This design comes from an exercise in tuning for small area, a short achievable clock period and few clock cycles per item on the open sky130 flow, not from production work.
RTL that was checked went through simulation tests only; none was proved equivalent to the original.

==> flow/design.v (excerpt) <==
module lns8_mac8 (
    input  wire         clk,
    input  wire         rst,         
    input  wire         in_valid,
    output wire         in_ready,
    input  wire         in_clear,    
    input  wire         in_last,     
    input  wire [15:0]  in_wb,       
    input  wire [7:0]   in_xs,       
    input  wire [63:0]  in_xr,       
    input  wire [63:0]  in_a,        
    input  wire [63:0]  in_w,        
    output reg          out_valid,
    output reg  [63:0]  out_v,
    output reg  [15:0]  out_w,
    output reg  [1:0]   out_tag,     
    output reg          out_sat
);
export LEC_CHECK = 0
export CAP_MARGIN = 20
export CELL_PAD_IN_SITES_DETAIL_PLACEMENT = 1
export CELL_PAD_IN_SITES_GLOBAL_PLACEMENT = 1
export CORE_MARGIN = 2
export CORE_UTILIZATION = 55
export GPL_ROUTABILITY_DRIVEN = 1
export PLACE_DENSITY = 0.65
export SLEW_MARGIN = 20
export SYNTH_MEMORY_MAX_BITS = 65536
create_clock -name core_clock -period 28.0 [get_ports {clk}]
standard.sh (not shown) runs the stock make flow with config.mk's settings and CLKGATE_MAP_FILE= SYNTH_SCRIPT=/design/flow/synth_recipe.tcl, a recipe that flattens the netlist after the stock synthesis.
==> flow/flow/run.sh <==
#!/bin/bash
set -euo pipefail
export BUFFER_PORTS_ARGS="-buffer_cell sky130_fd_sc_hd__buf_2"
bash standard.sh > standard.log 2>&1
The starting point ran to the end with no violations.
Edit:
==> flow/run.sh (new file) <==
#!/bin/bash
# synth_recipe.tcl (not shown) runs the flow's synth.tcl, then flattens the netlist and writes it again
# the make line also repeats each setting of config.mk as NAME=value (left out here)
make -C /OpenROAD-flow-scripts/flow DESIGN_CONFIG=/design/flow/config.mk WORK_HOME=/design/flow/orfs CLKGATE_MAP_FILE= SYNTH_SCRIPT=/design/flow/synth_recipe.tcl finish
removed: flow/flow/run.sh
removed: flow/standard.sh
=> Worst setup slack gets better by 0.43 ns; sequential share of layout area falls by 0.28 points; fmax rises by about 6%; critical path depth falls by 24; die area is unchanged.
No functional check of the RTL was part of any run of this note.


build 85:
Another version of the RTL of lns8_mac8 (not shown whole).
Size: about 12000 cells after synthesis, roughly 310 I/O pins.
==> flow/config.mk <==
export PLATFORM = sky130hd
export DESIGN_NAME = lns8_mac8
export DESIGN_NICKNAME = lns8_mac8
export VERILOG_FILES = /design/flow/design.v
export SDC_FILE = /design/flow/constraint.sdc
export NUM_CORES = 4
export LEC_CHECK = 0
export CAP_MARGIN = 20
export CELL_PAD_IN_SITES_DETAIL_PLACEMENT = 1
export CELL_PAD_IN_SITES_GLOBAL_PLACEMENT = 1
export CORE_MARGIN = 2
export CORE_UTILIZATION = 45
export GPL_ROUTABILITY_DRIVEN = 1
export PLACE_DENSITY = 0.55
export SLEW_MARGIN = 50
export SYNTH_MEMORY_MAX_BITS = 65536
==> flow/constraint.sdc <==
create_clock -name core_clock -period 28.0 [get_ports {clk}]
set_input_delay 5.6000 -clock core_clock [delete_from_list [all_inputs] [get_ports {clk}]]
set_output_delay 5.6000 -clock core_clock [all_outputs]
set_load 0.01 [all_outputs]
==> flow/flow/run.sh <==
#!/bin/bash
set -euo pipefail
export BUFFER_PORTS_ARGS="-buffer_cell sky130_fd_sc_hd__buf_2"
bash standard.sh > standard.log 2>&1
Build 85: all stages complete, timing, DRC and antenna checks passed
Testbench counts of build 85, summed over its fixed seeds: cycles 24,040, rows 24,000.
Setup changes, build 85 to build 61
- SLEW_MARGIN changed from 50 to 20
==> flow/run.sh (new file) <==
#!/bin/bash
# synth_recipe.tcl (not shown) runs the flow's synth.tcl, then flattens the netlist and writes it again
# the make line also repeats each setting of config.mk as NAME=value (left out here)
make -C /OpenROAD-flow-scripts/flow DESIGN_CONFIG=/design/flow/config.mk WORK_HOME=/design/flow/orfs CLKGATE_MAP_FILE= SYNTH_SCRIPT=/design/flow/synth_recipe.tcl finish
removed: flow/flow/run.sh
removed: flow/standard.sh
--- outcome ---
Synthesis-to-finish area growth up 0.62 points in build 61 wrt build 85
Build 61 improves on build 85 in tightest hold margin.
Comparing build 61 and build 85, the lower worst supply voltage drop on vdd is on build 85.

==> static timing again, ports no longer ideal <==
In the flow no input, the clock included, has a driving cell. The finished layouts below were timed again as built, in two steps. Step 1 assumes that a clkbuf_16 drives the clock port and a buf_2 every other input. Step 2 moves the port delays by t, midway between the first and last clock arrival at a register: inputs arrive t later, outputs are due t later. That takes back most of the time a late clock gives input paths. a / b / c = no drivers / after step 1 / after step 2; a / b = the first two.
| run | t, ns | setup slack, ns | clock arrival spread, ns |
|---|---|---|---|
| the first run of note 1 | 0.917 | 20.230 / 20.230 / 20.230 | 0.066 / 0.067 |
| the second run of note 1 | 0.912 | 20.659 / 20.555 / 20.697 | 0.053 / 0.053 |
| build 85 | 0.892 | 21.107 / 21.013 / 21.367 | 0.058 / 0.058 |
| build 61 | 0.879 | 20.724 / 20.627 / 20.857 | 0.037 / 0.037 |
After both steps setup and hold are still met in every run listed.
